This design comes from an exercise in tuning for small area, a short achievable clock period and few clock cycles per item on the open sky130 flow, not from production work.
In this exercise RTL edits were held to simulation tests only and were not proved equivalent to the original.
Power figures rest on the tool's default switching activity, not on a simulated workload.

==> flow/flow/run.sh <==
#!/bin/bash
# The standard layout (standard.sh: the ORFS flow, standard synthesis
# unchanged) with two layout options changed:
#  - every input and output port still gets its own buffer, but a buf_4
#    instead of the slow delay cell buffer_ports picks by default;
#  - clock tree: clkbuf_8 sink buffers in clusters of at most 16 sinks,
#    clkbuf_16 root and tree buffers, and no dummy loads.
# The full output of the flow goes to flow_standard.log; ORFS keeps each
# step's own log under orfs/logs.
set -euo pipefail
export BUFFER_PORTS_ARGS="-buffer_cell sky130_fd_sc_hd__buf_4"
export CTS_ARGS="-sink_clustering_enable -repair_clock_nets -sink_clustering_size 16 -sink_clustering_max_diameter 50 -buf_list sky130_fd_sc_hd__clkbuf_8 -root_buf sky130_fd_sc_hd__clkbuf_16 -tree_buf sky130_fd_sc_hd__clkbuf_16 -dont_use_dummy_load"
bash standard.sh > flow_standard.log 2>&1
==> flow/standard.sh <==
#!/bin/bash
# synth_recipe.tcl (not shown) runs the flow's synth.tcl, then flattens the netlist and writes it again
# the make line also repeats each setting of config.mk as NAME=value (left out here)
make -C /OpenROAD-flow-scripts/flow DESIGN_CONFIG=/design/flow/config.mk WORK_HOME=/design/flow/orfs CLKGATE_MAP_FILE= SYNTH_SCRIPT=/design/flow/synth_recipe.tcl "${@:-finish}"
==> flow/config.mk <==
export PLATFORM = sky130hd
export DESIGN_NAME = rs136_dec
export DESIGN_NICKNAME = rs136_dec
export VERILOG_FILES = /design/flow/design.v
export SDC_FILE = /design/flow/constraint.sdc
export NUM_CORES = 4
export LEC_CHECK = 0
export CAP_MARGIN = 20
export CORE_MARGIN = 2
export CORE_UTILIZATION = 70
export CTS_BUF_LIST = sky130_fd_sc_hd__clkbuf_8
export CTS_CLUSTER_DIAMETER = 50
export CTS_CLUSTER_SIZE = 16
export SLEW_MARGIN = 20
==> flow/constraint.sdc <==
create_clock -name core_clock -period 20.0 [get_ports {clk}]
set_input_delay 4.0000 -clock core_clock [delete_from_list [all_inputs] [get_ports {clk}]]
set_output_delay 4.0000 -clock core_clock [all_outputs]
set_load 0.01 [all_outputs]
==> flow/design.v <==
module rs136_dec (
    input  wire       clk,
    input  wire       rst,
    input  wire       in_valid,
    input  wire [9:0] in_sym,
    output wire       in_ready,
    output reg        out_valid,
    output reg  [9:0] out_sym,
    output reg        out_last,
    output reg        out_fail,
    output reg  [2:0] out_nerr
);
    localparam N   = 136;
    localparam PL  = 2;              
    localparam RL  = 170;            
    function automatic [9:0] gf_mul(input [9:0] a, input [9:0] b);
        reg [18:0] p;
        integer i;
        begin
            p = 19'd0;
            for (i = 0; i < 10; i = i + 1)
                if (b[i]) p = p ^ ({9'd0, a} << i);
            for (i = 18; i >= 10; i = i - 1)
                if (p[i]) p = p ^ (19'h409 << (i - 10));
            gf_mul = p[9:0];
        end
    endfunction
    function automatic [8:0] pmul5(input [4:0] a, input [4:0] b);
        integer i;
        begin
            pmul5 = 9'd0;
            for (i = 0; i < 5; i = i + 1)
                if (b[i]) pmul5 = pmul5 ^ ({4'd0, a} << i);
        end
    endfunction
    function automatic [9:0] gf_kmul(input [9:0] a, input [9:0] b);
        reg [8:0] lo, hi, md;
        reg [18:0] p;
        integer i;
        begin
            lo = pmul5(a[4:0], b[4:0]);
            hi = pmul5(a[9:5], b[9:5]);
            md = pmul5(a[4:0] ^ a[9:5], b[4:0] ^ b[9:5]) ^ lo ^ hi;
            p  = {hi, 10'd0} ^ ({10'd0, md} << 5) ^ {10'd0, lo};
            for (i = 18; i >= 10; i = i - 1)
                if (p[i]) p = p ^ (19'h409 << (i - 10));
            gf_kmul = p[9:0];
        end
    endfunction
    function automatic [9:0] gf_sq(input [9:0] a);
        reg [18:0] p;
        integer i;
        begin
            p = 19'd0;
            for (i = 0; i < 10; i = i + 1)
                p[2*i] = a[i];
            for (i = 18; i >= 10; i = i - 1)
                if (p[i]) p = p ^ (19'h409 << (i - 10));
            gf_sq = p[9:0];
        end
    endfunction
    function automatic [9:0] alpha_pow(input integer i);
        case (i)
            0: alpha_pow = 10'h001;
            1: alpha_pow = 10'h002;
            2: alpha_pow = 10'h004;
            3: alpha_pow = 10'h008;
            4: alpha_pow = 10'h010;
            5: alpha_pow = 10'h020;
            6: alpha_pow = 10'h040;
            default: alpha_pow = 10'h080;
        endcase
    endfunction
    function automatic [4:0] g5_mul(input [4:0] a, input [4:0] b);
        reg [8:0] p;
        integer i;
        begin
            p = 9'd0;
            for (i = 0; i < 5; i = i + 1)
                if (b[i]) p = p ^ ({4'd0, a} << i);
            for (i = 8; i >= 5; i = i - 1)
                if (p[i]) p = p ^ (9'h029 << (i - 5));
            g5_mul = p[4:0];
        end
    endfunction
    function automatic [4:0] g5_sq(input [4:0] a);
        reg [8:0] p;
        integer i;
        begin
            p = {a[4], 1'b0, a[3], 1'b0, a[2], 1'b0, a[1], 1'b0, a[0]};
            for (i = 8; i >= 5; i = i - 1)
                if (p[i]) p = p ^ (9'h029 << (i - 5));
            g5_sq = p[4:0];
        end
    endfunction
    function automatic [9:0] to_comp(input [9:0] a);
        begin
            to_comp[0] = a[0] ^ a[1] ^ a[2] ^ a[4] ^ a[5] ^ a[8] ^ a[9];
            to_comp[1] = a[3] ^ a[4] ^ a[5] ^ a[6] ^ a[7] ^ a[9];
            to_comp[2] = a[3] ^ a[6];
            to_comp[3] = a[1] ^ a[5] ^ a[6];
            to_comp[4] = a[1] ^ a[4] ^ a[9];
            to_comp[5] = a[7];
            to_comp[6] = a[4] ^ a[6] ^ a[7] ^ a[8] ^ a[9];
            to_comp[7] = a[5] ^ a[7] ^ a[8] ^ a[9];
            to_comp[8] = a[1] ^ a[2] ^ a[6] ^ a[8];
            to_comp[9] = a[1] ^ a[3] ^ a[4] ^ a[6] ^ a[8];
        end
    endfunction
    function automatic [9:0] from_comp(input [9:0] a);
        begin
            from_comp[0] = a[0] ^ a[3] ^ a[4] ^ a[8];
            from_comp[1] = a[1] ^ a[7] ^ a[9];
            from_comp[2] = a[4] ^ a[5] ^ a[6] ^ a[8];
            from_comp[3] = a[1] ^ a[3] ^ a[4] ^ a[5];
            from_comp[4] = a[1] ^ a[3] ^ a[6] ^ a[9];
            from_comp[5] = a[2] ^ a[4] ^ a[5] ^ a[7] ^ a[9];
            from_comp[6] = a[1] ^ a[2] ^ a[3] ^ a[4] ^ a[5];
            from_comp[7] = a[5];
            from_comp[8] = a[2] ^ a[3] ^ a[6] ^ a[7] ^ a[9];
            from_comp[9] = a[3] ^ a[4] ^ a[6] ^ a[7];
        end
    endfunction
    function automatic [4:0] g5_inv(input [4:0] a);
        case (a)
            5'd0: g5_inv = 5'd0;
            5'd1: g5_inv = 5'd1;
            5'd2: g5_inv = 5'd20;
            5'd3: g5_inv = 5'd24;
            5'd4: g5_inv = 5'd10;
            5'd5: g5_inv = 5'd8;
            5'd6: g5_inv = 5'd12;
            5'd7: g5_inv = 5'd29;
            5'd8: g5_inv = 5'd5;
            5'd9: g5_inv = 5'd11;
            5'd10: g5_inv = 5'd4;
            5'd11: g5_inv = 5'd9;
            5'd12: g5_inv = 5'd6;
            5'd13: g5_inv = 5'd28;
            5'd14: g5_inv = 5'd26;
            5'd15: g5_inv = 5'd31;
            5'd16: g5_inv = 5'd22;
            5'd17: g5_inv = 5'd18;
            5'd18: g5_inv = 5'd17;
            5'd19: g5_inv = 5'd23;
            5'd20: g5_inv = 5'd2;
            5'd21: g5_inv = 5'd25;
            5'd22: g5_inv = 5'd16;
            5'd23: g5_inv = 5'd19;
            5'd24: g5_inv = 5'd3;
            5'd25: g5_inv = 5'd21;
            5'd26: g5_inv = 5'd14;
            5'd27: g5_inv = 5'd30;
            5'd28: g5_inv = 5'd13;
            5'd29: g5_inv = 5'd7;
            5'd30: g5_inv = 5'd27;
            5'd31: g5_inv = 5'd15;
            default: g5_inv = 5'd0;
        endcase
    endfunction
    function automatic [9:0] chien_init(input integer j);
        case (j)
            0: chien_init = 10'h001;
            1: chien_init = 10'h20e;
            2: chien_init = 10'h146;
            3: chien_init = 10'h00d;
            default: chien_init = 10'h270;
        endcase
    endfunction
    integer i, j, k;
    reg        in_ready_r;           
    reg        nrdy_r;               
    reg        ins;                  
    reg  [9:0] sym_q;
    reg  [10*RL-1:0] ring;
    assign in_ready = in_ready_r;
    wire [9:0] ring_out = ring[10*RL-1 -: 10];
    always @(posedge clk) begin
        sym_q <= in_sym;
        ring  <= {ring[10*RL-11:0], ins ? sym_q : ring_out};
    end
    reg [7:0] cnt;
    reg [7:0] dins;
    reg [7:0] dcs;
    reg [7:0] incnt;                
    reg       rdy;                  
    wire      cstart = rdy && (dcs == 8'd0);
    reg [1:0] v;
    reg       lst1;                  
    wire      lst0   = (dcs == 8'd0);
    wire      outnow = v[1];
    wire      v0n    = cstart || (v[0] && !lst0);        
    wire [7:0] cnt1 = cnt + {7'd0, ins} - {7'd0, outnow};
    wire       acc  = in_valid && !nrdy_r;
    wire [7:0] cnt2a = cnt1 + 8'd1 - {7'd0, v[0]};
    wire [7:0] cnt2n = cnt1 - {7'd0, v[0]};
    wire       rdy_a = (cnt2a < RL) || v0n;
    wire       rdy_n = (cnt2n == 8'd0) ||
                       (!ins && dins == 8'd2 && ((cnt2n < RL) || v0n));
    always @(posedge clk) begin
        if (rst) begin
            in_ready_r <= 1'b1;
            nrdy_r     <= 1'b0;
            ins        <= 1'b0;
            cnt        <= 8'd0;
            incnt      <= 8'd0;
        end else begin
            in_ready_r <= acc ? rdy_a : rdy_n;
            nrdy_r     <= !(acc ? rdy_a : rdy_n);
            ins        <= acc;
            cnt        <= cnt1;
            if (ins)
                incnt <= (incnt == N - 1) ? 8'd0 : incnt + 8'd1;
        end
        if (ins)
            dins <= 8'd0;
        else
            dins <= (dins == 8'd0) ? RL - 1 : dins - 8'd1;
        if (ins && cnt == 8'd0)
            dcs <= RL - PL - 1;
        else if (cstart)
            dcs <= N - 1;
        else
            dcs <= (dcs == 8'd0) ? RL - 1 : dcs - 8'd1;
    end
    reg  [9:0] syn [0:7];
    reg  [9:0] synf [0:7];
    wire       last_in = ins && (incnt == N - 1);
    always @* begin
        for (i = 0; i < 8; i = i + 1)
            synf[i] = ((incnt == 8'd0) ? 10'd0 : gf_mul(syn[i], alpha_pow(i))) ^ sym_q;
    end
    always @(posedge clk) begin
        if (ins)
            for (i = 0; i < 8; i = i + 1)
                syn[i] <= synf[i];
    end
    reg  [9:0] S   [0:7];
    reg  [9:0] lam [0:4];           
    reg  [9:0] bp  [0:4];           
    reg  [9:0] bprev;               
    reg  [9:0] gam, dlt, accu, lreg, sreg;
    reg  [9:0] om0, om1, om3;
    reg  [3:0] len;
    reg  [2:0] r;
    reg  [2:0] st;
    reg        bm_run, om_run;
    wire       cond = (dlt != 10'd0) && ({len, 1'b0} <= {1'b0, r});
    reg  [3:0] sidx;
    reg  [9:0] ssel;
    always @* begin
        if (om_run)
            sidx = 4'd1 - {1'b0, st};
        else if (r == 3'd7)
            sidx = (st == 3'd4) ? 4'd2 : 4'd3 - {1'b0, st};
        else
            sidx = {1'b0, r} + 4'd1 - {1'b0, st};
        ssel = sidx[3] ? 10'd0 : S[sidx[2:0]];
    end
    wire [9:0] ma   = gf_kmul(gam, lam[0]);
    wire [9:0] mb   = gf_kmul(dlt, bprev);
    wire [9:0] lnew = ma ^ mb;
    wire [9:0] mc   = gf_kmul(lreg, sreg);
    wire [9:0] accn = accu ^ mc;
    wire       bm_end = bm_run && (r == 3'd7) && (st == 3'd4);
    always @(posedge clk) begin
        if (rst) begin
            bm_run <= 1'b0;
            om_run <= 1'b0;
            rdy    <= 1'b0;
        end else begin
            if (cstart)
                rdy <= 1'b0;
            if (last_in) begin
                bm_run <= 1'b1;
                om_run <= 1'b0;
                r      <= 3'd2;
                st     <= 3'd0;
            end else if (bm_run) begin
                if (st == 3'd4) begin
                    st <= 3'd0;
                    r  <= r + 3'd1;
                    if (r == 3'd7) begin
                        bm_run <= 1'b0;
                        om_run <= 1'b1;
                    end
                end else
                    st <= st + 3'd1;
            end else if (om_run) begin
                if (st == 3'd1) begin
                    om_run <= 1'b0;
                    rdy    <= 1'b1;
                end
                st <= st + 3'd1;
            end
        end
        if (!last_in) begin
            for (i = 0; i < 3; i = i + 1)
                bp[i] <= bp[i+1];
            bp[3] <= (st == 3'd1 && !cond) ? 10'd0 : bp[4];
            bp[4] <= (st == 3'd0 || cond) ? lam[0] : bprev;
            bprev <= bm_end ? lam[1] : (om_run && st == 3'd0) ? lam[2] :
                     (st == 3'd4) ? 10'd0 : bp[0];
        end
        if (!last_in) begin
            lreg <= (om_run || bm_end) ? lam[1] : lnew;
            sreg <= ssel;
        end
        if (last_in) begin
            for (i = 0; i < 8; i = i + 1)
                S[i] <= synf[i];
            lam[3] <= 10'd0;
            lam[4] <= 10'd0;
            bp[2]  <= 10'd0;
            bp[3]  <= 10'd0;
            bp[4]  <= 10'd0;
            bprev  <= 10'd0;
            sreg   <= synf[2];
            if (synf[0] != 10'd0) begin
                lam[0] <= synf[0];
                lam[1] <= synf[1];
                lam[2] <= 10'd0;
                bp[0]  <= 10'd0;
                bp[1]  <= 10'd1;
                gam    <= synf[0];
                len    <= 4'd1;
                lreg   <= synf[0];
                accu   <= gf_sq(synf[1]);
            end else begin
                lam[0] <= 10'd1;
                lam[1] <= 10'd0;
                lam[2] <= synf[1];
                bp[0]  <= (synf[1] != 10'd0) ? 10'd1 : 10'd0;
                bp[1]  <= 10'd0;
                bp[2]  <= (synf[1] != 10'd0) ? 10'd0 : 10'd1;
                gam    <= (synf[1] != 10'd0) ? synf[1] : 10'd1;
                len    <= (synf[1] != 10'd0) ? 4'd2 : 4'd0;
                lreg   <= 10'd0;
                accu   <= synf[2];
            end
        end else if (bm_run || om_run) begin
            for (i = 0; i < 4; i = i + 1)
                lam[i] <= lam[i+1];
            lam[4] <= om_run ? lam[0] : lnew;
            accu   <= ((st == (om_run ? 3'd0 : 3'd1)) ? mc : accn) ^
                      ((om_run && st == 3'd1) ? mb : 10'd0);
            if (bm_run) begin
                if (st == 3'd0)
                    dlt <= accn;
                if (st == 3'd4) begin
                    if (cond) begin
                        gam <= dlt;
                        len <= {1'b0, r} + 4'd1 - len;
                    end
                    if (r == 3'd7) begin
                        om3 <= accn;
                        gam <= S[1];
                        dlt <= S[0];
                    end
                end
            end else begin
                if (st == 3'd0) begin
                    om0 <= mb;
                    gam <= S[0];
                end
                if (st[2:1] == 2'd0)
                    om1 <= ((st == 3'd0) ? 10'd0 : om1) ^ ma;
            end
        end
    end
    wire [9:0] lamf [0:4];
    assign lamf[0] = lam[3];
    assign lamf[1] = lam[4];
    assign lamf[2] = lam[0];
    assign lamf[3] = lam[1];
    assign lamf[4] = lam[2];
    reg [9:0] lam_c [0:4];
    reg [9:0] om_c  [0:3];
    reg [3:0] clen, clen_l;
    always @(posedge clk) begin
        if (cstart) begin
            for (j = 0; j < 5; j = j + 1)
                lam_c[j] <= gf_mul(lamf[j], chien_init(j));
            om_c[0] <= om0;
            om_c[1] <= gf_mul(om1, chien_init(1));
            om_c[2] <= gf_mul(accu, chien_init(2));
            om_c[3] <= gf_mul(om3, chien_init(3));
            clen    <= len;
        end else begin
            for (j = 0; j < 5; j = j + 1)
                lam_c[j] <= gf_mul(lam_c[j], alpha_pow(j));
            for (k = 0; k < 4; k = k + 1)
                om_c[k] <= gf_mul(om_c[k], alpha_pow(k));
        end
    end
    wire [9:0] lam_sum = lam_c[0] ^ lam_c[1] ^ lam_c[2] ^ lam_c[3] ^ lam_c[4];
    wire [9:0] lam_odd = lam_c[1] ^ lam_c[3];
    wire [9:0] om_sum  = om_c[0] ^ om_c[1] ^ om_c[2] ^ om_c[3];
    wire       rt1 = (lam_sum == 10'd0);
    wire [9:0] d1  = to_comp(lam_odd);
    wire [9:0] n1  = to_comp(om_sum);
    reg        rt2;
    reg  [4:0] hi2, lo2, ni2;
    reg  [2:0] nroots;
    wire [4:0] nrm = g5_sq(d1[4:0] ^ d1[9:5]) ^ g5_mul(d1[4:0], d1[9:5]);
    wire [4:0] t0  = g5_mul(n1[4:0], d1[4:0] ^ d1[9:5]);
    wire [4:0] t1  = g5_mul(n1[9:5], d1[9:5]);
    wire [4:0] t2  = g5_mul(n1[4:0] ^ n1[9:5], d1[4:0]);
    wire [9:0] err = from_comp({g5_mul(hi2, ni2), g5_mul(lo2, ni2)});
    wire [2:0] nroots_tot = nroots + {2'd0, rt2};
    always @(posedge clk) begin
        rt2 <= rt1;
        hi2 <= t2 ^ t0;
        lo2 <= t0 ^ t1;
        ni2 <= g5_inv(nrm);
        if (rst) begin
            v   <= 2'd0;
            lst1 <= 1'b0;
        end else begin
            v[0] <= v0n;
            v[1] <= v[0];
            lst1 <= v[0] && lst0;
        end
        if (v[0] && lst0)
            clen_l <= clen;
        if (v[1]) begin
            nroots <= lst1 ? 3'd0 : nroots_tot;
        end else if (cstart)
            nroots <= 3'd0;
    end
    always @(posedge clk) begin
        out_sym  <= ring_out ^ (rt2 ? err : 10'd0);
        out_last <= v[1] && lst1;
        out_fail <= (clen_l > 4'd4) || ({1'b0, nroots_tot} != clen_l);
        out_nerr <= clen_l[2:0];
        if (rst)
            out_valid <= 1'b0;
        else
            out_valid <= outnow;
    end
endmodule
==> impl_metrics.py <==
metrics = {
    "run_status": {
        "outcome": "no timing/DRC/antenna violations",
    },
    "layout": {
        "fin_cells": 6429,
        "drive_gt1_share_pct": 5.91,
        "fillers": 5896,
        "n_antenna_cell": 0,
        "nets": 5246,
        "fin_util_pct": 75.2,
        "design_area_sq_um": 70400,
        "areaGrowthSynthToFinish_pct": 5.95,
    },
    "logic_synthesis": {
        "synth_ff_type": "dfxtp_1",
        "synth-seq-cells": 2244,
        "syn_inst": 5140,
        "yosysSeqAreaShare_pct": 72.0,
        "syn_area_sq_um": 66400,
        "synth_largest_area_cell": "dfxtp_1",
        "yosysMostFrequentCell": "dfxtp_1",
        "synth_top_family_by_area": "XOR/XNOR gates",
        "yosys.area_share.simple_pct": 6.79,
        "synthMuxAreaShare_pct": 1.22,
        "synth_area_leaders": "dfxtp_1 59%, edfxtp_1 13%, xnor2_1 8.8%",
        "synth_area_per_cell_sq_um": 12.9,
        "synth_common_cells": "1953 x dfxtp_1, 668 x xnor2_1, 620 x nand2_1, 291 x edfxtp_1, 259 x nor2_1",
        "yosys_warnings": 8,
        "synth_fa_ha_area_share_pct": 1.09,
        "yosys.area.top_type_share_pct": 58.9,
        "synth_edf_count": 291,
        "syn_nets": 5209,
        "synth-compound-area-share_pct": 4.00,
        "postSynth.asyncResetShare_pct": 0,
        "synth_xor_area_share_pct": 13.2,
        "synth_cell_types": 71,
    },
    "critical_path": {
        "cp_cell_sequence": "buf_4",
        "critPathSlowestCell": "dfxtp_1",
        "cpPeakStageDelay_ns": 0.35,
        "r2r_slack_ns": 15.22,
        "cp_top_family": "flip-flops",
        "startpoint": "out_sym[5]",
        "required_ns": 16.00,
        "r2r_end": "ni2[2]",
        "path_class": "reg2out",
        "arrival_ns": 1.18,
        "end_kind": "output pin",
        "path_max_fanout": 1,
        "worstRegToRegCells": 15,
        "timing.rr.start": "lam_c[3][1]",
        "crit_path_start_kind": "register",
        "crit_buf_inv": 1,
    },
    "clock_network": {
        "clock-sinks": 2244,
        "cts_setup_buffers": 0,
        "h-tree-depth": 4,
        "root_buffer": "clkbuf_16",
        "cts_buffers": 177,
        "insertion_delay_ns": 0.73,
        "cts_resized": 0,
        "clk_pin_slew_ns": 0.09,
        "ctsHoldBuffers": 0,
        "clockBufferDepth": 3,
        "cts_tree": "built",
    },
    "min_path": {
        "hold_path_class": "reg2reg",
        "hp-start": "ring[1479]",
        "hold_depth": 0,
        "hold_end": "ring[1489]",
    },
    "timing": {
        "clock_skew_ns": 0.0931,
        "hold_viol": 0,
        "rsz0062_at_grt": "false",
        "fin_tns_setup_ns": 0,
        "worst_slew_pin_slew_ns": 1.06,
        "slew_viol_final": 0,
        "fin_crit_sh_pct": 25.9,
        "fmax_ghz": 0.193,
        "period_minus_slack_ns": 5.18,
        "slew_headroom_pct": 28.7,
        "setup_viol": 0,
    },
    "placement": {
        "place.gp.congestion": 0.941,
        "placed_cells": 6252,
        "numPortBuffers": 29,
        "placed_area_sq_um": 67700,
        "dp_hpwl_um": 80800,
    },
    "routing": {
        "viasPerCell": 5.25,
        "drt-initial-drc-count": 3298,
        "ant_nets": 0,
        "drt_pass1_iterations": 7,
        "wirelength_um": 121000,
        "num_vias": 33760,
        "wl_per_cell_um": 18.8,
        "drc": 0,
    },
    "job": {
        "cap_violations": 0,
    },
    "global_route": {
        "grt_max_degree": 113,
        "grt_util_all_layers_pct": 24.9,
        "grt_pass1_vias": 33342,
        "grt_overflow_total": 0,
        "antenna_found_initial": 4,
        "grt_pass1_wl_um": 188000,
    },
    "floorplanning": {
        "fp.dieW_um": 312,
        "io_pins": 30,
        "core_sq_um": 93600,
        "die_h_um": 312,
        "initial_core_util_pct": 70.9,
        "rows": 112,
        "die_area_sq_um": 97300,
    },
    "power": {
        "leakagePower_nw": 27.0,
        "peakVddDrop_uv": 147,
        "p_per_area_nw_per_um2": 119,
        "power_mw": 8.39,
    },
}
routing by layer:
metal / share of wire, % / global-route usage [%]
met1: 44 / 35.2
met2: 46 / 39.4
met3: 6.9 / 3.82
met4: 3.1 / 9.34
met5: 0 / 0
report_power, final:
part           switching [mW]  internal (mW)  leakage [nW]
sequential              0.108           4.74          18.5
combinational           0.749          0.655          7.17
clock                    1.27          0.869          1.36
stage by stage:
step	hold WS (ns)	setup WS [ns]
finish	0.289	14.82
global route	0.287	14.77
CTS	0.287	14.77
detailed placement	0.312	15.07
global placement	0.310	15.07
floorplan	0.310	13.95
cell usage in the layout (no fill, tap or decap), types with 6 or more instances in the layout:
cell type | synthesis | routed
edfxtp_1 | 291 | 291
o31ai_1 | 15 | 14
a22oi_1 | 19 | 19
a31oi_1 | 22 | 22
ha_1 | 53 | 53
nor4_1 | 7 | 7
nand4_1 | 6 | 6
a311oi_1 | 6 | 6
xor2_1 | 239 | 239
and2_1 | 44 | 44
a222oi_1 | 11 | 11
nand2b_1 | 16 | 16
nor3_1 | 29 | 29
a211oi_1 | 10 | 10
o21bai_1 | 6 | 6
o211ai_1 | 17 | 17
nor2b_1 | 7 | 7
nand3_1 | 46 | 44
xnor2_1 | 668 | 668
nand3b_1 | 8 | 8
mux2i_1 | 48 | 48
a21oi_1 | 83 | 83
buf_4 | 0 | 67
o21ai_0 | 202 | 202
xnor2_2 | 8 | 8
o22ai_1 | 12 | 12
clkbuf_16 | 0 | 17
and3_1 | 9 | 9
inv_1 | 86 | 85
clkbuf_8 | 0 | 160
dfxtp_1 | 1953 | 1952
nor2_1 | 259 | 259
nand2_1 | 620 | 619
mux2_2 | 26 | 26
xnor3_1 | 17 | 17
a21o_1 | 7 | 7
area by class of cell:
type	instances	area [sq um]	area share (%)
tap	1254	1570	2.23
multi-input combinational	2598	17500	24.8
timing repair buffer	67	503	0.715
sequential	2244	47800	68.0
inverter	89	339	0.482
clock buffer	177	2630	3.73
worst max-delay path by stage:
stage            endpoint  slack [ns]  cells past startpoint
2_1_floorplan     S[0][0]       13.95                      5
3_3_place_gp   in_ready_r       15.07                      4
3_5_place_dp   in_ready_r       15.07                      4
4_1_cts        out_sym[5]       14.77                      1
5_1_grt        out_sym[5]       14.77                      1
6_report       out_sym[5]       14.82                      1
cells by family after synthesis:
group | Yosys count
flip-flops | 2244
AND/OR/NAND/NOR | 1078
XOR/XNOR | 944
AO/OA/AOI/OAI | 444
buffers and inverters | 298
multiplexers | 76
adder cells (fa/ha/maj) | 56
state kept, by name, indices dropped and copies added (netlist names), 10 cells and up:
| signal | cells |
|---|---|
| S | 80 |
| accu | 10 |
| bp | 50 |
| bprev | 10 |
| dlt | 10 |
| gam | 10 |
| lam | 50 |
| lam_c | 50 |
| lreg | 10 |
| om0 | 10 |
| om1 | 10 |
| om3 | 10 |
| om_c | 40 |
| out_sym | 10 |
| ring | 1700 |
| sreg | 10 |
| sym_q | 10 |
| syn | 80 |
worst reg2reg max path: stages (launching register included):
cell     delay, ns
dfxtp_1       0.39
xor2_2        0.35
xnor3_2       0.60
xnor2_4       0.33
inv_2         0.12
ha_1          0.43
xnor2_1       0.30
xor2_1        0.21
xnor2_1       0.16
xnor2_1       0.13
xnor2_1       0.62
inv_1         0.19
ha_1          0.26
nor2_1        0.10
a21oi_1       0.04
mux4_2        0.45
Testbench counts, summed over its fixed seeds: cycles 27,488, items 192.

separate check: timing with driven ports:
The flow's constraints put no driver on any port. The routed layout listed below was extracted and timed again, unchanged, in two steps.
Step 1, drivers: a clkbuf_16 drives clk and a buf_2 each remaining input, both assumed.
Step 2, shift: input delay + t, output delay - t, t = (earliest + latest rising clock arrival at the registers) / 2. This alone moves slack from input paths to output paths.
Three values: no drivers, after step 1, after step 2; two values: the first two.
t, ns: 0.759
setup slack, ns: 14.824 / 14.754 / 15.039
hold slack, ns: 0.289 / 0.289 / 0.289
worst register clock-pin slew, ns: 0.10 / 0.10
cell pins on the clock port's net: 1
After both steps this run still meets setup and hold. The setup slack of this run moves by -0.070 ns with the drivers and by +0.215 ns with both steps.
